From an optimization exercise on the open Yosys and OpenROAD flow, aimed at small area, a short achievable clock period and few clock cycles per item; shortcuts taken in it are not production practice. Function was checked by simulation only, so behaviour that the tests miss may differ from the original.

File: flow/config.mk
export PLATFORM = sky130hd
export DESIGN_NAME = ce_blend
export DESIGN_NICKNAME = ce_blend
export VERILOG_FILES = /design/flow/design.v
export SDC_FILE = /design/flow/constraint.sdc
export NUM_CORES = 4
export LEC_CHECK = 0
export ABC_AREA = 1
export CAP_MARGIN = 20
export CORE_MARGIN = 4
export CORE_UTILIZATION = 55
export SLEW_MARGIN = 20
File: flow/constraint.sdc
create_clock -name core_clock -period 22.0 [get_ports {clk}]
set_input_delay 4.4000 -clock core_clock [delete_from_list [all_inputs] [get_ports {clk}]]
set_output_delay 4.4000 -clock core_clock [all_outputs]
set_load 0.01 [all_outputs]
File: flow/design.v
module ce_blend (
    input  wire        clk,
    input  wire        rst,
    input  wire        in_valid,
    output wire        in_ready,
    input  wire [1:0]  in_mode,      
    input  wire [7:0]  in_alpha,     
    input  wire [63:0] in_s,         
    input  wire [63:0] in_d,         
    output reg         out_valid,
    output reg  [63:0] out_d         
);
    localparam [15:0] FP16_ONE = 16'h3C00;
    function [10:0] sig(input [15:0] h);
        sig = {h[13:10] != 4'd0, h[9:0]};
    endfunction
    function [3:0] expo(input [15:0] h);
        expo = (h[13:10] == 4'd0) ? 4'd1 : h[13:10];
    endfunction
    function [14:0] unp(input [15:0] h);
        unp = {expo(h), sig(h)};
    endfunction
    function [10:0] um(input [14:0] v);
        um = v[10:0];
    endfunction
    function [3:0] ue(input [14:0] v);
        ue = v[14:11];
    endfunction
    function [3:0] tz11(input [10:0] m);
        integer i;
        begin
            tz11 = 4'd0;
            for (i = 10; i >= 0; i = i - 1)
                if (m[i]) tz11 = i[3:0];
        end
    endfunction
    function [15:0] k_of_alpha(input [7:0] a);
        begin
            case (a)
      8'd0: k_of_alpha = 16'h0000;
      8'd1: k_of_alpha = 16'h1C04;
      8'd2: k_of_alpha = 16'h2004;
      8'd3: k_of_alpha = 16'h2206;
      8'd4: k_of_alpha = 16'h2404;
      8'd5: k_of_alpha = 16'h2505;
      8'd6: k_of_alpha = 16'h2606;
      8'd7: k_of_alpha = 16'h2707;
      8'd8: k_of_alpha = 16'h2804;
      8'd9: k_of_alpha = 16'h2885;
      8'd10: k_of_alpha = 16'h2905;
      8'd11: k_of_alpha = 16'h2986;
      8'd12: k_of_alpha = 16'h2A06;
      8'd13: k_of_alpha = 16'h2A87;
      8'd14: k_of_alpha = 16'h2B07;
      8'd15: k_of_alpha = 16'h2B88;
      8'd16: k_of_alpha = 16'h2C04;
      8'd17: k_of_alpha = 16'h2C44;
      8'd18: k_of_alpha = 16'h2C85;
      8'd19: k_of_alpha = 16'h2CC5;
      8'd20: k_of_alpha = 16'h2D05;
      8'd21: k_of_alpha = 16'h2D45;
      8'd22: k_of_alpha = 16'h2D86;
      8'd23: k_of_alpha = 16'h2DC6;
      8'd24: k_of_alpha = 16'h2E06;
      8'd25: k_of_alpha = 16'h2E46;
      8'd26: k_of_alpha = 16'h2E87;
      8'd27: k_of_alpha = 16'h2EC7;
      8'd28: k_of_alpha = 16'h2F07;
      8'd29: k_of_alpha = 16'h2F47;
      8'd30: k_of_alpha = 16'h2F88;
      8'd31: k_of_alpha = 16'h2FC8;
      8'd32: k_of_alpha = 16'h3004;
      8'd33: k_of_alpha = 16'h3024;
      8'd34: k_of_alpha = 16'h3044;
      8'd35: k_of_alpha = 16'h3064;
      8'd36: k_of_alpha = 16'h3085;
      8'd37: k_of_alpha = 16'h30A5;
      8'd38: k_of_alpha = 16'h30C5;
      8'd39: k_of_alpha = 16'h30E5;
      8'd40: k_of_alpha = 16'h3105;
      8'd41: k_of_alpha = 16'h3125;
      8'd42: k_of_alpha = 16'h3145;
      8'd43: k_of_alpha = 16'h3165;
      8'd44: k_of_alpha = 16'h3186;
      8'd45: k_of_alpha = 16'h31A6;
      8'd46: k_of_alpha = 16'h31C6;
      8'd47: k_of_alpha = 16'h31E6;
      8'd48: k_of_alpha = 16'h3206;
      8'd49: k_of_alpha = 16'h3226;
      8'd50: k_of_alpha = 16'h3246;
      8'd51: k_of_alpha = 16'h3266;
      8'd52: k_of_alpha = 16'h3287;
      8'd53: k_of_alpha = 16'h32A7;
      8'd54: k_of_alpha = 16'h32C7;
      8'd55: k_of_alpha = 16'h32E7;
      8'd56: k_of_alpha = 16'h3307;
      8'd57: k_of_alpha = 16'h3327;
      8'd58: k_of_alpha = 16'h3347;
      8'd59: k_of_alpha = 16'h3367;
      8'd60: k_of_alpha = 16'h3388;
      8'd61: k_of_alpha = 16'h33A8;
      8'd62: k_of_alpha = 16'h33C8;
      8'd63: k_of_alpha = 16'h33E8;
      8'd64: k_of_alpha = 16'h3404;
      8'd65: k_of_alpha = 16'h3414;
      8'd66: k_of_alpha = 16'h3424;
      8'd67: k_of_alpha = 16'h3434;
      8'd68: k_of_alpha = 16'h3444;
      8'd69: k_of_alpha = 16'h3454;
      8'd70: k_of_alpha = 16'h3464;
      8'd71: k_of_alpha = 16'h3474;
      8'd72: k_of_alpha = 16'h3485;
      8'd73: k_of_alpha = 16'h3495;
      8'd74: k_of_alpha = 16'h34A5;
      8'd75: k_of_alpha = 16'h34B5;
      8'd76: k_of_alpha = 16'h34C5;
      8'd77: k_of_alpha = 16'h34D5;
      8'd78: k_of_alpha = 16'h34E5;
      8'd79: k_of_alpha = 16'h34F5;
      8'd80: k_of_alpha = 16'h3505;
      8'd81: k_of_alpha = 16'h3515;
      8'd82: k_of_alpha = 16'h3525;
      8'd83: k_of_alpha = 16'h3535;
      8'd84: k_of_alpha = 16'h3545;
      8'd85: k_of_alpha = 16'h3555;
      8'd86: k_of_alpha = 16'h3565;
      8'd87: k_of_alpha = 16'h3575;
      8'd88: k_of_alpha = 16'h3586;
      8'd89: k_of_alpha = 16'h3596;
      8'd90: k_of_alpha = 16'h35A6;
      8'd91: k_of_alpha = 16'h35B6;
      8'd92: k_of_alpha = 16'h35C6;
      8'd93: k_of_alpha = 16'h35D6;
      8'd94: k_of_alpha = 16'h35E6;
      8'd95: k_of_alpha = 16'h35F6;
      8'd96: k_of_alpha = 16'h3606;
      8'd97: k_of_alpha = 16'h3616;
      8'd98: k_of_alpha = 16'h3626;
      8'd99: k_of_alpha = 16'h3636;
      8'd100: k_of_alpha = 16'h3646;
      8'd101: k_of_alpha = 16'h3656;
      8'd102: k_of_alpha = 16'h3666;
      8'd103: k_of_alpha = 16'h3676;
      8'd104: k_of_alpha = 16'h3687;
      8'd105: k_of_alpha = 16'h3697;
      8'd106: k_of_alpha = 16'h36A7;
      8'd107: k_of_alpha = 16'h36B7;
      8'd108: k_of_alpha = 16'h36C7;
      8'd109: k_of_alpha = 16'h36D7;
      8'd110: k_of_alpha = 16'h36E7;
      8'd111: k_of_alpha = 16'h36F7;
      8'd112: k_of_alpha = 16'h3707;
      8'd113: k_of_alpha = 16'h3717;
      8'd114: k_of_alpha = 16'h3727;
      8'd115: k_of_alpha = 16'h3737;
      8'd116: k_of_alpha = 16'h3747;
      8'd117: k_of_alpha = 16'h3757;
      8'd118: k_of_alpha = 16'h3767;
      8'd119: k_of_alpha = 16'h3777;
      8'd120: k_of_alpha = 16'h3788;
      8'd121: k_of_alpha = 16'h3798;
      8'd122: k_of_alpha = 16'h37A8;
      8'd123: k_of_alpha = 16'h37B8;
      8'd124: k_of_alpha = 16'h37C8;
      8'd125: k_of_alpha = 16'h37D8;
      8'd126: k_of_alpha = 16'h37E8;
      8'd127: k_of_alpha = 16'h37F8;
      8'd128: k_of_alpha = 16'h3804;
      8'd129: k_of_alpha = 16'h380C;
      8'd130: k_of_alpha = 16'h3814;
      8'd131: k_of_alpha = 16'h381C;
      8'd132: k_of_alpha = 16'h3824;
      8'd133: k_of_alpha = 16'h382C;
      8'd134: k_of_alpha = 16'h3834;
      8'd135: k_of_alpha = 16'h383C;
      8'd136: k_of_alpha = 16'h3844;
      8'd137: k_of_alpha = 16'h384C;
      8'd138: k_of_alpha = 16'h3854;
      8'd139: k_of_alpha = 16'h385C;
      8'd140: k_of_alpha = 16'h3864;
      8'd141: k_of_alpha = 16'h386C;
      8'd142: k_of_alpha = 16'h3874;
      8'd143: k_of_alpha = 16'h387C;
      8'd144: k_of_alpha = 16'h3885;
      8'd145: k_of_alpha = 16'h388D;
      8'd146: k_of_alpha = 16'h3895;
      8'd147: k_of_alpha = 16'h389D;
      8'd148: k_of_alpha = 16'h38A5;
      8'd149: k_of_alpha = 16'h38AD;
      8'd150: k_of_alpha = 16'h38B5;
      8'd151: k_of_alpha = 16'h38BD;
      8'd152: k_of_alpha = 16'h38C5;
      8'd153: k_of_alpha = 16'h38CD;
      8'd154: k_of_alpha = 16'h38D5;
      8'd155: k_of_alpha = 16'h38DD;
      8'd156: k_of_alpha = 16'h38E5;
      8'd157: k_of_alpha = 16'h38ED;
      8'd158: k_of_alpha = 16'h38F5;
      8'd159: k_of_alpha = 16'h38FD;
      8'd160: k_of_alpha = 16'h3905;
      8'd161: k_of_alpha = 16'h390D;
      8'd162: k_of_alpha = 16'h3915;
      8'd163: k_of_alpha = 16'h391D;
      8'd164: k_of_alpha = 16'h3925;
      8'd165: k_of_alpha = 16'h392D;
      8'd166: k_of_alpha = 16'h3935;
      8'd167: k_of_alpha = 16'h393D;
      8'd168: k_of_alpha = 16'h3945;
      8'd169: k_of_alpha = 16'h394D;
      8'd170: k_of_alpha = 16'h3955;
      8'd171: k_of_alpha = 16'h395D;
      8'd172: k_of_alpha = 16'h3965;
      8'd173: k_of_alpha = 16'h396D;
      8'd174: k_of_alpha = 16'h3975;
      8'd175: k_of_alpha = 16'h397D;
      8'd176: k_of_alpha = 16'h3986;
      8'd177: k_of_alpha = 16'h398E;
      8'd178: k_of_alpha = 16'h3996;
      8'd179: k_of_alpha = 16'h399E;
      8'd180: k_of_alpha = 16'h39A6;
      8'd181: k_of_alpha = 16'h39AE;
      8'd182: k_of_alpha = 16'h39B6;
      8'd183: k_of_alpha = 16'h39BE;
      8'd184: k_of_alpha = 16'h39C6;
      8'd185: k_of_alpha = 16'h39CE;
      8'd186: k_of_alpha = 16'h39D6;
      8'd187: k_of_alpha = 16'h39DE;
      8'd188: k_of_alpha = 16'h39E6;
      8'd189: k_of_alpha = 16'h39EE;
      8'd190: k_of_alpha = 16'h39F6;
      8'd191: k_of_alpha = 16'h39FE;
      8'd192: k_of_alpha = 16'h3A06;
      8'd193: k_of_alpha = 16'h3A0E;
      8'd194: k_of_alpha = 16'h3A16;
      8'd195: k_of_alpha = 16'h3A1E;
      8'd196: k_of_alpha = 16'h3A26;
      8'd197: k_of_alpha = 16'h3A2E;
      8'd198: k_of_alpha = 16'h3A36;
      8'd199: k_of_alpha = 16'h3A3E;
      8'd200: k_of_alpha = 16'h3A46;
      8'd201: k_of_alpha = 16'h3A4E;
      8'd202: k_of_alpha = 16'h3A56;
      8'd203: k_of_alpha = 16'h3A5E;
      8'd204: k_of_alpha = 16'h3A66;
      8'd205: k_of_alpha = 16'h3A6E;
      8'd206: k_of_alpha = 16'h3A76;
      8'd207: k_of_alpha = 16'h3A7E;
      8'd208: k_of_alpha = 16'h3A87;
      8'd209: k_of_alpha = 16'h3A8F;
      8'd210: k_of_alpha = 16'h3A97;
      8'd211: k_of_alpha = 16'h3A9F;
      8'd212: k_of_alpha = 16'h3AA7;
      8'd213: k_of_alpha = 16'h3AAF;
      8'd214: k_of_alpha = 16'h3AB7;
      8'd215: k_of_alpha = 16'h3ABF;
      8'd216: k_of_alpha = 16'h3AC7;
      8'd217: k_of_alpha = 16'h3ACF;
      8'd218: k_of_alpha = 16'h3AD7;
      8'd219: k_of_alpha = 16'h3ADF;
      8'd220: k_of_alpha = 16'h3AE7;
      8'd221: k_of_alpha = 16'h3AEF;
      8'd222: k_of_alpha = 16'h3AF7;
      8'd223: k_of_alpha = 16'h3AFF;
      8'd224: k_of_alpha = 16'h3B07;
      8'd225: k_of_alpha = 16'h3B0F;
      8'd226: k_of_alpha = 16'h3B17;
      8'd227: k_of_alpha = 16'h3B1F;
      8'd228: k_of_alpha = 16'h3B27;
      8'd229: k_of_alpha = 16'h3B2F;
      8'd230: k_of_alpha = 16'h3B37;
      8'd231: k_of_alpha = 16'h3B3F;
      8'd232: k_of_alpha = 16'h3B47;
      8'd233: k_of_alpha = 16'h3B4F;
      8'd234: k_of_alpha = 16'h3B57;
      8'd235: k_of_alpha = 16'h3B5F;
      8'd236: k_of_alpha = 16'h3B67;
      8'd237: k_of_alpha = 16'h3B6F;
      8'd238: k_of_alpha = 16'h3B77;
      8'd239: k_of_alpha = 16'h3B7F;
      8'd240: k_of_alpha = 16'h3B88;
      8'd241: k_of_alpha = 16'h3B90;
      8'd242: k_of_alpha = 16'h3B98;
      8'd243: k_of_alpha = 16'h3BA0;
      8'd244: k_of_alpha = 16'h3BA8;
      8'd245: k_of_alpha = 16'h3BB0;
      8'd246: k_of_alpha = 16'h3BB8;
      8'd247: k_of_alpha = 16'h3BC0;
      8'd248: k_of_alpha = 16'h3BC8;
      8'd249: k_of_alpha = 16'h3BD0;
      8'd250: k_of_alpha = 16'h3BD8;
      8'd251: k_of_alpha = 16'h3BE0;
      8'd252: k_of_alpha = 16'h3BE8;
      8'd253: k_of_alpha = 16'h3BF0;
      8'd254: k_of_alpha = 16'h3BF8;
      8'd255: k_of_alpha = 16'h3C00;
            endcase
        end
    endfunction
    function [5:0] m7_u(input [3:0] ex, input [3:0] ey);
        m7_u = 6'd26 - {2'b0, ex} - {2'b0, ey};
    endfunction
    function [15:0] m7_round(input [21:0] p, input [5:0] u);
        reg [21:0] lo;
        reg        nrm;
        reg [21:0] q;
        reg        guard;
        reg        sticky;
        reg [3:0]  shg;
        integer    i;
        begin
            lo[0] = p[0];
            for (i = 1; i < 22; i = i + 1)
                lo[i] = lo[i - 1] | p[i];
            nrm = u[5] || (u <= 6'd10);
            if (nrm) begin
                if (p[21]) begin
                    q = {11'd0, p[21:11]}; guard = p[10]; sticky = lo[9];
                end else begin
                    q = {11'd0, p[20:10]}; guard = p[9];  sticky = lo[8];
                end
                shg = 4'd10 - u[3:0] + {3'd0, p[21]};
            end else begin
                q      = p >> u;
                guard  = (u > 6'd22) ? 1'b0 : p[u - 6'd1];
                sticky = (u > 6'd23) ? lo[21] : lo[u - 6'd2];
                shg    = 4'd0;
            end
            m7_round = {2'b0, shg, 10'd0} + q[15:0] + {15'd0, guard & (sticky | q[0])};
        end
    endfunction
    function [24:0] fix(input [14:0] v);
        fix = {14'd0, um(v)} << (ue(v) - 4'd1);
    endfunction
    function fr_of(input [10:0] md, input [10:0] ma, input [4:0] j);
        reg [4:0] tz;
        begin
            tz    = {1'b0, tz11(md)} + {1'b0, tz11(ma)};
            fr_of = (md != 11'd0) && (ma != 11'd0) && ({1'b0, tz} + {1'b0, j} < 6'd25);
        end
    endfunction
    function [53:0] over_sub(input [14:0] s, input [14:0] d, input [21:0] q, input [4:0] j, input frest);
        reg [51:0] w;
        reg        f1;
        reg        b;
        reg [25:0] xs;
        reg [25:0] xd;
        reg [25:0] xn;
        reg [25:0] sv;
        reg [25:0] cv;
        reg [25:0] th;
        begin
            w  = {30'd0, q} << j;               
            f1 = w[25];
            b  = f1 | frest;
            xs = {1'b0, fix(s)};
            xd = {1'b0, fix(d)};
            xn = ~{1'b0, w[50:26]};
            sv = xs ^ xd ^ xn;
            cv = (xs & xd) | (xs & xn) | (xd & xn);
            over_sub = {sv, cv[24:0], ~b, f1 ^ frest, frest};
        end
    endfunction
    function [15:0] round_th(input [27:0] v);
        reg [25:0] th;
        reg [23:0] lo;
        reg [4:0]  lp;
        reg [3:0]  sh;
        reg [25:0] q;
        reg        guard;
        reg        sticky;
        integer    i;
        begin
            th = v[27:2];
            lp = 5'd0;
            for (i = 0; i < 24; i = i + 1)
                if (th[i]) lp = i[4:0];
            lo[0] = th[0];
            for (i = 1; i < 24; i = i + 1)
                lo[i] = lo[i - 1] | th[i];
            sh = (lp > 5'd10) ? lp - 5'd10 : 4'd0;
            q  = th >> sh;
            if (sh == 4'd0) begin
                guard  = v[1];
                sticky = v[0];
            end else if (sh == 4'd1) begin
                guard  = th[0];
                sticky = v[1] | v[0];
            end else begin
                guard  = th[sh - 4'd1];
                sticky = v[1] | v[0] | lo[sh - 4'd2];
            end
            if (th[25:24] != 2'd0)
                round_th = FP16_ONE;
            else
                round_th = {2'b0, sh, 10'd0} + q[15:0] + {15'd0, guard & (sticky | q[0])};
        end
    endfunction
    assign in_ready = 1'b1;
    wire [15:0] k_in = k_of_alpha(in_alpha);
    wire [15:0] kc_in = in_mode[0] ? k_in : FP16_ONE;
    wire [15:0] aa_in = in_mode[1] ? in_s[63:48] : FP16_ONE;
    reg        r1_valid;
    reg [14:0] r1_kc;
    reg [14:0] r1_aa;
    reg [44:0] r1_s;
    reg [59:0] r1_d;
    always @(posedge clk) begin
        if (rst)
            r1_valid <= 1'b0;
        else
            r1_valid <= in_valid;
        r1_kc <= unp(kc_in);
        r1_aa <= unp(aa_in);
        r1_s  <= {unp(in_s[47:32]), unp(in_s[31:16]), unp(in_s[15:0])};
        r1_d  <= {unp(in_d[63:48]), unp(in_d[47:32]), unp(in_d[31:16]), unp(in_d[15:0])};
    end
    wire [21:0] p0, p1, p2, p3;
    mul11 u_p0 (.a(um(r1_s[14:0])),  .b(um(r1_kc)), .p(p0));
    mul11 u_p1 (.a(um(r1_s[29:15])), .b(um(r1_kc)), .p(p1));
    mul11 u_p2 (.a(um(r1_s[44:30])), .b(um(r1_kc)), .p(p2));
    mul11 u_p3 (.a(um(r1_aa)),       .b(um(r1_kc)), .p(p3));
    reg        r2_valid;
    reg [87:0] r2_p;
    reg [23:0] r2_u;
    reg [59:0] r2_d;
    always @(posedge clk) begin
        if (rst)
            r2_valid <= 1'b0;
        else
            r2_valid <= r1_valid;
        r2_p <= {p3, p2, p1, p0};
        r2_u <= {m7_u(ue(r1_aa), ue(r1_kc)), m7_u(ue(r1_s[44:30]), ue(r1_kc)),
                 m7_u(ue(r1_s[29:15]), ue(r1_kc)), m7_u(ue(r1_s[14:0]), ue(r1_kc))};
        r2_d <= r1_d;
    end
    reg        r3_valid;
    reg [59:0] r3_s;
    reg [59:0] r3_d;
    always @(posedge clk) begin
        if (rst)
            r3_valid <= 1'b0;
        else
            r3_valid <= r2_valid;
        r3_s <= {unp(m7_round(r2_p[87:66], r2_u[23:18])), unp(m7_round(r2_p[65:44], r2_u[17:12])),
                 unp(m7_round(r2_p[43:22], r2_u[11:6])),  unp(m7_round(r2_p[21:0],  r2_u[5:0]))};
        r3_d <= r2_d;
    end
    wire [10:0] ma = um(r3_s[59:45]);
    wire [3:0]  ea = ue(r3_s[59:45]);
    wire [21:0] q0, q1, q2, q3;
    mul11 u_q0 (.a(um(r3_d[14:0])),  .b(ma), .p(q0));
    mul11 u_q1 (.a(um(r3_d[29:15])), .b(ma), .p(q1));
    mul11 u_q2 (.a(um(r3_d[44:30])), .b(ma), .p(q2));
    mul11 u_q3 (.a(um(r3_d[59:45])), .b(ma), .p(q3));
    wire [4:0] j0 = {1'b0, ue(r3_d[14:0])}  + {1'b0, ea};
    wire [4:0] j1 = {1'b0, ue(r3_d[29:15])} + {1'b0, ea};
    wire [4:0] j2 = {1'b0, ue(r3_d[44:30])} + {1'b0, ea};
    wire [4:0] j3 = {1'b0, ue(r3_d[59:45])} + {1'b0, ea};
    reg         r4_valid;
    reg [87:0]  r4_q;
    reg [59:0]  r4_s;
    reg [59:0]  r4_d;
    reg [19:0]  r4_j;
    reg [3:0]   r4_fr;
    always @(posedge clk) begin
        if (rst)
            r4_valid <= 1'b0;
        else
            r4_valid <= r3_valid;
        r4_q  <= {q3, q2, q1, q0};
        r4_s  <= r3_s;
        r4_d  <= r3_d;
        r4_j  <= {j3, j2, j1, j0};
        r4_fr <= {fr_of(um(r3_d[59:45]), ma, j3), fr_of(um(r3_d[44:30]), ma, j2),
                  fr_of(um(r3_d[29:15]), ma, j1), fr_of(um(r3_d[14:0]),  ma, j0)};
    end
    wire [53:0] cs0 = over_sub(r4_s[14:0],  r4_d[14:0],  r4_q[21:0],  r4_j[4:0],   r4_fr[0]);
    wire [53:0] cs1 = over_sub(r4_s[29:15], r4_d[29:15], r4_q[43:22], r4_j[9:5],   r4_fr[1]);
    wire [53:0] cs2 = over_sub(r4_s[44:30], r4_d[44:30], r4_q[65:44], r4_j[14:10], r4_fr[2]);
    wire [53:0] cs3 = over_sub(r4_s[59:45], r4_d[59:45], r4_q[87:66], r4_j[19:15], r4_fr[3]);
    wire [25:0] th0, th1, th2, th3;
    wire [3:0]  thc;
    add26 u_t0 (.a(cs0[53:28]), .b(cs0[27:2]), .ci(1'b0), .s(th0), .co(thc[0]));
    add26 u_t1 (.a(cs1[53:28]), .b(cs1[27:2]), .ci(1'b0), .s(th1), .co(thc[1]));
    add26 u_t2 (.a(cs2[53:28]), .b(cs2[27:2]), .ci(1'b0), .s(th2), .co(thc[2]));
    add26 u_t3 (.a(cs3[53:28]), .b(cs3[27:2]), .ci(1'b0), .s(th3), .co(thc[3]));
    reg         r5_valid;
    reg [111:0] r5_t;
    always @(posedge clk) begin
        if (rst)
            r5_valid <= 1'b0;
        else
            r5_valid <= r4_valid;
        r5_t <= {th3, cs3[1:0], th2, cs2[1:0], th1, cs1[1:0], th0, cs0[1:0]};
    end
    always @(posedge clk) begin
        if (rst)
            out_valid <= 1'b0;
        else
            out_valid <= r5_valid;
        out_d <= {round_th(r5_t[111:84]), round_th(r5_t[83:56]),
                  round_th(r5_t[55:28]),  round_th(r5_t[27:0])};
    end
endmodule
module mul11(input wire [10:0] a, input wire [10:0] b, output wire [21:0] p);
    wire pp0_0 = a[0] & b[0];
    wire pp0_1 = a[0] & b[1];
    wire pp0_2 = a[0] & b[2];
    wire pp0_3 = a[0] & b[3];
    wire pp0_4 = a[0] & b[4];
    wire pp0_5 = a[0] & b[5];
    wire pp0_6 = a[0] & b[6];
    wire pp0_7 = a[0] & b[7];
    wire pp0_8 = a[0] & b[8];
    wire pp0_9 = a[0] & b[9];
    wire pp0_10 = a[0] & b[10];
    wire pp1_0 = a[1] & b[0];
    wire pp1_1 = a[1] & b[1];
    wire pp1_2 = a[1] & b[2];
    wire pp1_3 = a[1] & b[3];
    wire pp1_4 = a[1] & b[4];
    wire pp1_5 = a[1] & b[5];
    wire pp1_6 = a[1] & b[6];
    wire pp1_7 = a[1] & b[7];
    wire pp1_8 = a[1] & b[8];
    wire pp1_9 = a[1] & b[9];
    wire pp1_10 = a[1] & b[10];
    wire pp2_0 = a[2] & b[0];
    wire pp2_1 = a[2] & b[1];
    wire pp2_2 = a[2] & b[2];
    wire pp2_3 = a[2] & b[3];
    wire pp2_4 = a[2] & b[4];
    wire pp2_5 = a[2] & b[5];
    wire pp2_6 = a[2] & b[6];
    wire pp2_7 = a[2] & b[7];
    wire pp2_8 = a[2] & b[8];
    wire pp2_9 = a[2] & b[9];
    wire pp2_10 = a[2] & b[10];
    wire pp3_0 = a[3] & b[0];
    wire pp3_1 = a[3] & b[1];
    wire pp3_2 = a[3] & b[2];
    wire pp3_3 = a[3] & b[3];
    wire pp3_4 = a[3] & b[4];
    wire pp3_5 = a[3] & b[5];
    wire pp3_6 = a[3] & b[6];
    wire pp3_7 = a[3] & b[7];
    wire pp3_8 = a[3] & b[8];
    wire pp3_9 = a[3] & b[9];
    wire pp3_10 = a[3] & b[10];
    wire pp4_0 = a[4] & b[0];
    wire pp4_1 = a[4] & b[1];
    wire pp4_2 = a[4] & b[2];
    wire pp4_3 = a[4] & b[3];
    wire pp4_4 = a[4] & b[4];
    wire pp4_5 = a[4] & b[5];
    wire pp4_6 = a[4] & b[6];
    wire pp4_7 = a[4] & b[7];
    wire pp4_8 = a[4] & b[8];
    wire pp4_9 = a[4] & b[9];
    wire pp4_10 = a[4] & b[10];
    wire pp5_0 = a[5] & b[0];
    wire pp5_1 = a[5] & b[1];
    wire pp5_2 = a[5] & b[2];
    wire pp5_3 = a[5] & b[3];
    wire pp5_4 = a[5] & b[4];
    wire pp5_5 = a[5] & b[5];
    wire pp5_6 = a[5] & b[6];
    wire pp5_7 = a[5] & b[7];
    wire pp5_8 = a[5] & b[8];
    wire pp5_9 = a[5] & b[9];
    wire pp5_10 = a[5] & b[10];
    wire pp6_0 = a[6] & b[0];
    wire pp6_1 = a[6] & b[1];
    wire pp6_2 = a[6] & b[2];
    wire pp6_3 = a[6] & b[3];
    wire pp6_4 = a[6] & b[4];
    wire pp6_5 = a[6] & b[5];
    wire pp6_6 = a[6] & b[6];
    wire pp6_7 = a[6] & b[7];
    wire pp6_8 = a[6] & b[8];
    wire pp6_9 = a[6] & b[9];
    wire pp6_10 = a[6] & b[10];
    wire pp7_0 = a[7] & b[0];
    wire pp7_1 = a[7] & b[1];
    wire pp7_2 = a[7] & b[2];
    wire pp7_3 = a[7] & b[3];
    wire pp7_4 = a[7] & b[4];
    wire pp7_5 = a[7] & b[5];
    wire pp7_6 = a[7] & b[6];
    wire pp7_7 = a[7] & b[7];
    wire pp7_8 = a[7] & b[8];
    wire pp7_9 = a[7] & b[9];
    wire pp7_10 = a[7] & b[10];
    wire pp8_0 = a[8] & b[0];
    wire pp8_1 = a[8] & b[1];
    wire pp8_2 = a[8] & b[2];
    wire pp8_3 = a[8] & b[3];
    wire pp8_4 = a[8] & b[4];
    wire pp8_5 = a[8] & b[5];
    wire pp8_6 = a[8] & b[6];
    wire pp8_7 = a[8] & b[7];
    wire pp8_8 = a[8] & b[8];
    wire pp8_9 = a[8] & b[9];
    wire pp8_10 = a[8] & b[10];
    wire pp9_0 = a[9] & b[0];
    wire pp9_1 = a[9] & b[1];
    wire pp9_2 = a[9] & b[2];
    wire pp9_3 = a[9] & b[3];
    wire pp9_4 = a[9] & b[4];
    wire pp9_5 = a[9] & b[5];
    wire pp9_6 = a[9] & b[6];
    wire pp9_7 = a[9] & b[7];
    wire pp9_8 = a[9] & b[8];
    wire pp9_9 = a[9] & b[9];
    wire pp9_10 = a[9] & b[10];
    wire pp10_0 = a[10] & b[0];
    wire pp10_1 = a[10] & b[1];
    wire pp10_2 = a[10] & b[2];
    wire pp10_3 = a[10] & b[3];
    wire pp10_4 = a[10] & b[4];
    wire pp10_5 = a[10] & b[5];
    wire pp10_6 = a[10] & b[6];
    wire pp10_7 = a[10] & b[7];
    wire pp10_8 = a[10] & b[8];
    wire pp10_9 = a[10] & b[9];
    wire pp10_10 = a[10] & b[10];
    wire s0, c0;
    assign {c0, s0} = pp0_9 + pp1_8;
    wire s1, c1;
    assign {c1, s1} = pp0_10 + pp1_9 + pp2_8;
    wire s2, c2;
    assign {c2, s2} = pp3_7 + pp4_6;
    wire s3, c3;
    assign {c3, s3} = pp1_10 + pp2_9 + pp3_8;
    wire s4, c4;
    assign {c4, s4} = pp4_7 + pp5_6;
    wire s5, c5;
    assign {c5, s5} = pp2_10 + pp3_9 + pp4_8;
    wire s6, c6;
    assign {c6, s6} = pp0_6 + pp1_5;
    wire s7, c7;
    assign {c7, s7} = pp0_7 + pp1_6 + pp2_5;
    wire s8, c8;
    assign {c8, s8} = pp3_4 + pp4_3;
    wire s9, c9;
    assign {c9, s9} = pp0_8 + pp1_7 + pp2_6;
    wire s10, c10;
    assign {c10, s10} = pp3_5 + pp4_4 + pp5_3;
    wire s11, c11;
    assign {c11, s11} = pp6_2 + pp7_1;
    wire s12, c12;
    assign {c12, s12} = pp2_7 + pp3_6 + pp4_5;
    wire s13, c13;
    assign {c13, s13} = pp5_4 + pp6_3 + pp7_2;
    wire s14, c14;
    assign {c14, s14} = pp8_1 + pp9_0 + s0;
    wire s15, c15;
    assign {c15, s15} = pp5_5 + pp6_4 + pp7_3;
    wire s16, c16;
    assign {c16, s16} = pp8_2 + pp9_1 + pp10_0;
    wire s17, c17;
    assign {c17, s17} = s1 + s2 + c0;
    wire s18, c18;
    assign {c18, s18} = pp6_5 + pp7_4 + pp8_3;
    wire s19, c19;
    assign {c19, s19} = pp9_2 + pp10_1 + s3;
    wire s20, c20;
    assign {c20, s20} = s4 + c1 + c2;
    wire s21, c21;
    assign {c21, s21} = pp5_7 + pp6_6 + pp7_5;
    wire s22, c22;
    assign {c22, s22} = pp8_4 + pp9_3 + pp10_2;
    wire s23, c23;
    assign {c23, s23} = s5 + c3 + c4;
    wire s24, c24;
    assign {c24, s24} = pp3_10 + pp4_9 + pp5_8;
    wire s25, c25;
    assign {c25, s25} = pp6_7 + pp7_6 + pp8_5;
    wire s26, c26;
    assign {c26, s26} = pp9_4 + pp10_3 + c5;
    wire s27, c27;
    assign {c27, s27} = pp4_10 + pp5_9 + pp6_8;
    wire s28, c28;
    assign {c28, s28} = pp7_7 + pp8_6 + pp9_5;
    wire s29, c29;
    assign {c29, s29} = pp5_10 + pp6_9 + pp7_8;
    wire s30, c30;
    assign {c30, s30} = pp0_4 + pp1_3;
    wire s31, c31;
    assign {c31, s31} = pp0_5 + pp1_4 + pp2_3;
    wire s32, c32;
    assign {c32, s32} = pp3_2 + pp4_1;
    wire s33, c33;
    assign {c33, s33} = pp2_4 + pp3_3 + pp4_2;
    wire s34, c34;
    assign {c34, s34} = pp5_1 + pp6_0 + s6;
    wire s35, c35;
    assign {c35, s35} = pp5_2 + pp6_1 + pp7_0;
    wire s36, c36;
    assign {c36, s36} = s7 + s8 + c6;
    wire s37, c37;
    assign {c37, s37} = pp8_0 + s9 + s10;
    wire s38, c38;
    assign {c38, s38} = s11 + c7 + c8;
    wire s39, c39;
    assign {c39, s39} = s12 + s13 + s14;
    wire s40, c40;
    assign {c40, s40} = c9 + c10 + c11;
    wire s41, c41;
    assign {c41, s41} = s15 + s16 + s17;
    wire s42, c42;
    assign {c42, s42} = c12 + c13 + c14;
    wire s43, c43;
    assign {c43, s43} = s18 + s19 + s20;
    wire s44, c44;
    assign {c44, s44} = c15 + c16 + c17;
    wire s45, c45;
    assign {c45, s45} = s21 + s22 + s23;
    wire s46, c46;
    assign {c46, s46} = c18 + c19 + c20;
    wire s47, c47;
    assign {c47, s47} = s24 + s25 + s26;
    wire s48, c48;
    assign {c48, s48} = c21 + c22 + c23;
    wire s49, c49;
    assign {c49, s49} = pp10_4 + s27 + s28;
    wire s50, c50;
    assign {c50, s50} = c24 + c25 + c26;
    wire s51, c51;
    assign {c51, s51} = pp8_7 + pp9_6 + pp10_5;
    wire s52, c52;
    assign {c52, s52} = s29 + c27 + c28;
    wire s53, c53;
    assign {c53, s53} = pp6_10 + pp7_9 + pp8_8;
    wire s54, c54;
    assign {c54, s54} = pp9_7 + pp10_6 + c29;
    wire s55, c55;
    assign {c55, s55} = pp7_10 + pp8_9 + pp9_8;
    wire s56, c56;
    assign {c56, s56} = pp0_3 + pp1_2;
    wire s57, c57;
    assign {c57, s57} = pp2_2 + pp3_1 + pp4_0;
    wire s58, c58;
    assign {c58, s58} = pp5_0 + s31 + s32;
    wire s59, c59;
    assign {c59, s59} = s33 + s34 + c31;
    wire s60, c60;
    assign {c60, s60} = s35 + s36 + c33;
    wire s61, c61;
    assign {c61, s61} = s37 + s38 + c35;
    wire s62, c62;
    assign {c62, s62} = s39 + s40 + c37;
    wire s63, c63;
    assign {c63, s63} = s41 + s42 + c39;
    wire s64, c64;
    assign {c64, s64} = s43 + s44 + c41;
    wire s65, c65;
    assign {c65, s65} = s45 + s46 + c43;
    wire s66, c66;
    assign {c66, s66} = s47 + s48 + c45;
    wire s67, c67;
    assign {c67, s67} = s49 + s50 + c47;
    wire s68, c68;
    assign {c68, s68} = s51 + s52 + c49;
    wire s69, c69;
    assign {c69, s69} = s53 + s54 + c51;
    wire s70, c70;
    assign {c70, s70} = pp10_7 + s55 + c53;
    wire s71, c71;
    assign {c71, s71} = pp8_10 + pp9_9 + pp10_8;
    wire s72, c72;
    assign {c72, s72} = pp0_2 + pp1_1;
    wire s73, c73;
    assign {c73, s73} = pp2_1 + pp3_0 + s56;
    wire s74, c74;
    assign {c74, s74} = s30 + s57 + c56;
    wire s75, c75;
    assign {c75, s75} = c30 + s58 + c57;
    wire s76, c76;
    assign {c76, s76} = c32 + s59 + c58;
    wire s77, c77;
    assign {c77, s77} = c34 + s60 + c59;
    wire s78, c78;
    assign {c78, s78} = c36 + s61 + c60;
    wire s79, c79;
    assign {c79, s79} = c38 + s62 + c61;
    wire s80, c80;
    assign {c80, s80} = c40 + s63 + c62;
    wire s81, c81;
    assign {c81, s81} = c42 + s64 + c63;
    wire s82, c82;
    assign {c82, s82} = c44 + s65 + c64;
    wire s83, c83;
    assign {c83, s83} = c46 + s66 + c65;
    wire s84, c84;
    assign {c84, s84} = c48 + s67 + c66;
    wire s85, c85;
    assign {c85, s85} = c50 + s68 + c67;
    wire s86, c86;
    assign {c86, s86} = c52 + s69 + c68;
    wire s87, c87;
    assign {c87, s87} = c54 + s70 + c69;
    wire s88, c88;
    assign {c88, s88} = c55 + s71 + c70;
    wire s89, c89;
    assign {c89, s89} = pp9_10 + pp10_9 + c71;
    wire [21:0] x = {1'b0, pp10_10, s89, s88, s87, s86, s85, s84, s83, s82, s81, s80, s79, s78, s77, s76, s75, s74, s73, pp2_0, pp0_1, pp0_0};
    wire [21:0] y = {1'b0, c89, c88, c87, c86, c85, c84, c83, c82, c81, c80, c79, c78, c77, c76, c75, c74, c73, c72, s72, pp1_0, 1'b0};
    wire co;
    add22 u_add (.a(x), .b(y), .ci(1'b0), .s(p), .co(co));
endmodule
module add22(input wire [21:0] a, input wire [21:0] b, input wire ci, output wire [21:0] s, output wire co);
    wire [21:0] p0 = a ^ b;
    wire [21:0] g0 = a & b;
    wire gc0 = g0[0] | (p0[0] & ci);
    wire gg0 = g0[1] | (p0[1] & gc0);
    wire gg1 = g0[3] | (p0[3] & g0[2]);
    wire pp1 = p0[3] & p0[2];
    wire gg2 = g0[5] | (p0[5] & g0[4]);
    wire pp2 = p0[5] & p0[4];
    wire gg3 = g0[7] | (p0[7] & g0[6]);
    wire pp3 = p0[7] & p0[6];
    wire gg4 = g0[9] | (p0[9] & g0[8]);
    wire pp4 = p0[9] & p0[8];
    wire gg5 = g0[11] | (p0[11] & g0[10]);
    wire pp5 = p0[11] & p0[10];
    wire gg6 = g0[13] | (p0[13] & g0[12]);
    wire pp6 = p0[13] & p0[12];
    wire gg7 = g0[15] | (p0[15] & g0[14]);
    wire pp7 = p0[15] & p0[14];
    wire gg8 = g0[17] | (p0[17] & g0[16]);
    wire pp8 = p0[17] & p0[16];
    wire gg9 = g0[19] | (p0[19] & g0[18]);
    wire pp9 = p0[19] & p0[18];
    wire gg10 = g0[21] | (p0[21] & g0[20]);
    wire pp10 = p0[21] & p0[20];
    wire gg11 = gg1 | (pp1 & gg0);
    wire gg12 = gg3 | (pp3 & gg2);
    wire pp12 = pp3 & pp2;
    wire gg13 = gg5 | (pp5 & gg4);
    wire pp13 = pp5 & pp4;
    wire gg14 = gg7 | (pp7 & gg6);
    wire pp14 = pp7 & pp6;
    wire gg15 = gg9 | (pp9 & gg8);
    wire pp15 = pp9 & pp8;
    wire gg16 = gg12 | (pp12 & gg11);
    wire gg17 = gg14 | (pp14 & gg13);
    wire pp17 = pp14 & pp13;
    wire gg18 = gg17 | (pp17 & gg16);
    wire gg19 = gg13 | (pp13 & gg16);
    wire gg20 = gg15 | (pp15 & gg18);
    wire gg21 = gg2 | (pp2 & gg11);
    wire gg22 = gg4 | (pp4 & gg16);
    wire gg23 = gg6 | (pp6 & gg19);
    wire gg24 = gg8 | (pp8 & gg18);
    wire gg25 = gg10 | (pp10 & gg20);
    wire gg26 = g0[2] | (p0[2] & gg0);
    wire gg27 = g0[4] | (p0[4] & gg11);
    wire gg28 = g0[6] | (p0[6] & gg21);
    wire gg29 = g0[8] | (p0[8] & gg16);
    wire gg30 = g0[10] | (p0[10] & gg22);
    wire gg31 = g0[12] | (p0[12] & gg19);
    wire gg32 = g0[14] | (p0[14] & gg23);
    wire gg33 = g0[16] | (p0[16] & gg18);
    wire gg34 = g0[18] | (p0[18] & gg24);
    wire gg35 = g0[20] | (p0[20] & gg20);
    assign s = p0 ^ {gg35, gg20, gg34, gg24, gg33, gg18, gg32, gg23, gg31, gg19, gg30, gg22, gg29, gg16, gg28, gg21, gg27, gg11, gg26, gg0, gc0, ci};
    assign co = gg25;
endmodule
module add26(input wire [25:0] a, input wire [25:0] b, input wire ci, output wire [25:0] s, output wire co);
    wire [25:0] p0 = a ^ b;
    wire [25:0] g0 = a & b;
    wire gc0 = g0[0] | (p0[0] & ci);
    wire gg0 = g0[1] | (p0[1] & gc0);
    wire gg1 = g0[3] | (p0[3] & g0[2]);
    wire pp1 = p0[3] & p0[2];
    wire gg2 = g0[5] | (p0[5] & g0[4]);
    wire pp2 = p0[5] & p0[4];
    wire gg3 = g0[7] | (p0[7] & g0[6]);
    wire pp3 = p0[7] & p0[6];
    wire gg4 = g0[9] | (p0[9] & g0[8]);
    wire pp4 = p0[9] & p0[8];
    wire gg5 = g0[11] | (p0[11] & g0[10]);
    wire pp5 = p0[11] & p0[10];
    wire gg6 = g0[13] | (p0[13] & g0[12]);
    wire pp6 = p0[13] & p0[12];
    wire gg7 = g0[15] | (p0[15] & g0[14]);
    wire pp7 = p0[15] & p0[14];
    wire gg8 = g0[17] | (p0[17] & g0[16]);
    wire pp8 = p0[17] & p0[16];
    wire gg9 = g0[19] | (p0[19] & g0[18]);
    wire pp9 = p0[19] & p0[18];
    wire gg10 = g0[21] | (p0[21] & g0[20]);
    wire pp10 = p0[21] & p0[20];
    wire gg11 = g0[23] | (p0[23] & g0[22]);
    wire pp11 = p0[23] & p0[22];
    wire gg12 = g0[25] | (p0[25] & g0[24]);
    wire pp12 = p0[25] & p0[24];
    wire gg13 = gg1 | (pp1 & gg0);
    wire gg14 = gg3 | (pp3 & gg2);
    wire pp14 = pp3 & pp2;
    wire gg15 = gg5 | (pp5 & gg4);
    wire pp15 = pp5 & pp4;
    wire gg16 = gg7 | (pp7 & gg6);
    wire pp16 = pp7 & pp6;
    wire gg17 = gg9 | (pp9 & gg8);
    wire pp17 = pp9 & pp8;
    wire gg18 = gg11 | (pp11 & gg10);
    wire pp18 = pp11 & pp10;
    wire gg19 = gg14 | (pp14 & gg13);
    wire gg20 = gg16 | (pp16 & gg15);
    wire pp20 = pp16 & pp15;
    wire gg21 = gg18 | (pp18 & gg17);
    wire pp21 = pp18 & pp17;
    wire gg22 = gg20 | (pp20 & gg19);
    wire gg23 = gg21 | (pp21 & gg22);
    wire gg24 = gg15 | (pp15 & gg19);
    wire gg25 = gg17 | (pp17 & gg22);
    wire gg26 = gg2 | (pp2 & gg13);
    wire gg27 = gg4 | (pp4 & gg19);
    wire gg28 = gg6 | (pp6 & gg24);
    wire gg29 = gg8 | (pp8 & gg22);
    wire gg30 = gg10 | (pp10 & gg25);
    wire gg31 = gg12 | (pp12 & gg23);
    wire gg32 = g0[2] | (p0[2] & gg0);
    wire gg33 = g0[4] | (p0[4] & gg13);
    wire gg34 = g0[6] | (p0[6] & gg26);
    wire gg35 = g0[8] | (p0[8] & gg19);
    wire gg36 = g0[10] | (p0[10] & gg27);
    wire gg37 = g0[12] | (p0[12] & gg24);
    wire gg38 = g0[14] | (p0[14] & gg28);
    wire gg39 = g0[16] | (p0[16] & gg22);
    wire gg40 = g0[18] | (p0[18] & gg29);
    wire gg41 = g0[20] | (p0[20] & gg25);
    wire gg42 = g0[22] | (p0[22] & gg30);
    wire gg43 = g0[24] | (p0[24] & gg23);
    assign s = p0 ^ {gg43, gg23, gg42, gg30, gg41, gg25, gg40, gg29, gg39, gg22, gg38, gg28, gg37, gg24, gg36, gg27, gg35, gg19, gg34, gg26, gg33, gg13, gg32, gg0, gc0, ci};
    assign co = gg31;
endmodule
File: flow/flow/run.sh
#!/bin/bash
# Layout: the standard flow (standard synthesis, floorplan, placement,
# CTS, routing) with timing repair run against a setup margin, so the
# resizer also works on paths that already meet the 22 ns clock. make's
# full output goes to flow_make.log; ORFS keeps each step's log in orfs/logs.
set -euo pipefail
cd "$(dirname "$0")/.."
bash standard.sh SETUP_SLACK_MARGIN=16.45 TNS_END_PERCENT=100 finish > flow_make.log 2>&1
File: flow/standard.sh
#!/bin/bash
# synth_recipe.tcl (not shown) runs the flow's synth.tcl, then flattens the netlist and writes it again
# the make line also repeats each setting of config.mk as NAME=value (left out here)
make -C /OpenROAD-flow-scripts/flow DESIGN_CONFIG=/design/flow/config.mk WORK_HOME=/design/flow/orfs CLKGATE_MAP_FILE= SYNTH_SCRIPT=/design/flow/synth_recipe.tcl "${@:-finish}"
==> metrics.yaml <==
drt.antenna.violating_nets: 0
fmax_mhz: 180
htreeDepth: 3
cpMaxStageDelayCell: "dfxtp_2"
worstSetupStartpointType: "register"
ys.flop_type: "dfxtp_1"
finalSetupViolCount: 0
gp_congestion: 0.974
critical-path-top-delay-family: "flip-flops"
dp_hpwl_um: 172000
syn_to_final_growth_pct: 12.6
clock_path_buffers: 3
grt_pass1_wl_um: 365000
antenna_found_initial: 9
yosysUniqueCellTypes: 76
pin_count: 207
numCtsBuffers: 97
synth-edff-count: 0
worstMarginPinSlew_ns: 1.06
firstDrtPassIters: 8
num_rows: 141
final-hold-violation-count: 0
fin_worst_skew_ns: 0.0335
dieArea_um2: 156000
drt_iter0_drc: 6006
status: "timing/DRC/antenna clean"
fillCellCount: 13671
final.setup.tns_ns: 0
ys_async_sr_fraction: 0
cpPeakStageDelay_ns: 0.35
worstPathCellList: "buf_6"
grt_pass1_vias: 69589
layout.nets: 13202
die_y_um: 395
drive_gt1_frac: 0.0896
cts_tree: "built"
syn_nets: 13074
core_area_um2: 148000
period_share: 0.252
path_buf_inv: 1
remaining_drc_errors: 0
route.detailed.wl_per_inst_um: 17.3
postCtsHoldBufs: 0
grt_max_degree: 51
critPathKind: "reg -> out"
maxCapViolCount: 0
critPathMaxFanout: 1
num_vias: 72610
rsz0062_at_grt: "yes"
ys_ff_latch: 841
grt_use_total: 0.287
mappedNetlistArea_um2: 82300
slew_headroom: 0.284
min_path_type: "reg -> reg"
avgSynthCellArea_um2: 7.13
routed_wl_um: 237000
overflow: 0
seq_area_frac_synth: 0.205
clk_pin_slew_ns: 0.06
cp.required_ns: 17.60
slew_viol_final: 0
cts_root_buf: "clkbuf_16"
clk_latency_ns: 0.71
arrival_ns: 1.15
die_w_um: 395
dp_cells: 13221
initial_core_util: 0.555
io_buffers: 189
yosys_warnings: 1
fin_cells: 13672
mostFrequentLayoutCells: "nand2_1, inv_1, fa_1"
clock_sinks: 841
synthCells: 11537
vias_per_cell: 5.31
crit_path_end_kind: "output port"
final.min_clock_period_ns: 5.55
final_common_cell: "nand2_1"
## cell families after synthesis
logic type      Yosys count  synth area share
fa+ha+maj              1396             0.294
buf+inv                3077             0.143
xor+xnor                233            0.0248
mux                      70           0.00852
flops                   841             0.205
other cells               1         0.0000456
compound gates         1527             0.105
simple gates           4392             0.220
## flip-flops by register name (all words and copies together), names as in the netlist, 20 cells and up
signal,cells
out_d,64
r1_d,60
r1_s,45
r2_d,60
r2_p,88
r2_u,24
r3_d,60
r3_s,60
r4_d,60
r4_j,20
r4_q,88
r4_s,60
r5_t,112
## what timing repair did
item                                    CTS  global route
cloned                                   13            22
pin swaps                                36           162
resized for setup                       555           351
endpoints found under the setup margin  168           160
setup buffers                            64           176
## routing by layer
metal,up-vias,global-route usage,part of all wire
met1,34460,0.401,0.44
met4,0,0.0849,0.034
li1,35450,-,-
met2,2290,0.469,0.46
met5,-,0,0
met3,410,0.0339,0.064
## cell type report
| class | count | area, um^2 | share of cell area |
|---|---|---|---|
| Multi-Input combinational cell | 7620 | 54700 | 0.591 |
| Antenna cell | 1 | 2.50 | 0.0000270 |
| Clock inverter | 58 | 704 | 0.00760 |
| Clock buffer | 117 | 2650 | 0.0286 |
| Timing Repair Buffer | 517 | 5090 | 0.0549 |
| Sequential cell | 841 | 17100 | 0.184 |
| Tap cell | 1930 | 2410 | 0.0261 |
| Timing Repair inverter | 12 | 72.6 | 0.000783 |
| Inverter | 2576 | 9900 | 0.107 |
## Yosys cell counts, drive strengths merged, types with 18 or more instances
cell       n  area share
a211oi    19      0.0017
dfxtp    841        0.20
nor3      78      0.0049
nor2     544       0.026
clkbuf   364       0.017
buf      137      0.0090
a31oi     52      0.0040
xor2     184       0.020
xnor2     49      0.0052
nor4      21      0.0018
o21bai    45      0.0041
o31ai     25      0.0023
ha       496       0.075
clkinv    22      0.0010
nand4     50      0.0040
o221ai    18      0.0019
o21ai    799       0.049
inv     2554        0.12
nand2   3011        0.14
fa       900        0.22
mux2i     70      0.0085
a21oi    363       0.022
o211ai    76      0.0069
nand3    646       0.041
o22ai     26      0.0020
## stage by stage
stage / worst slack [ns] / area [um^2] / hold WS, ns / utilization
6_report: 16.45 / 92700 / 0.320 / 0.625
4_1_cts: 16.30 / 89700 / 0.318 / 0.605
3_5_place_dp: 14.94 / 85000 / 0.312 / 0.574
2_1_floorplan: 16.46 / 82300 / 0.310 / -
3_3_place_gp: 15.07 / 85000 / 0.310 / 0.574
5_1_grt: 16.20 / 92700 / 0.328 / 0.625
## final timing paths
check | from | endpoint | slack [ns] | depth (start not counted)
setup reg to reg | r3_s[53]$_DFF_P_ | r4_q[20]$_DFF_P_ | 16.58 | 24
hold reg to reg | r2_d[54]$_DFF_P_ | r3_d[54]$_DFF_P_ | 0.32 | 0
setup / recovery | out_d[18]$_SDFF_PP0_ | out_d[18] | 16.45 | 1
hold / removal | r2_d[54]$_DFF_P_ | r3_d[54]$_DFF_P_ | 0.32 | 0
Testbench counts, summed over its fixed seeds: cycles 24,048, items 24,000.

## what the ideal ports hide
Ports are ideal in the flow. The routed layout listed here was re-timed in OpenROAD. Step 1: set_driving_cell puts a clkbuf_16 on clk and a buf_2 on each other input, an assumption about the parent block. Step 2 moves the port delays by t, midway between the first and last clock arrival at a register: inputs arrive t later, outputs are due t later. That takes back most of the time a late clock gives input paths. Three values: no drivers, after step 1, after step 2; two values: the first two.
t (ns): 0.783
setup WS [ns]: 16.445 / 16.355 / 15.751
worst setup path at the end: input to register
After both steps setup and hold are still met in this run. For this run, drivers alone change the setup slack by -0.090 ns; drivers and shift together by -0.694 ns.
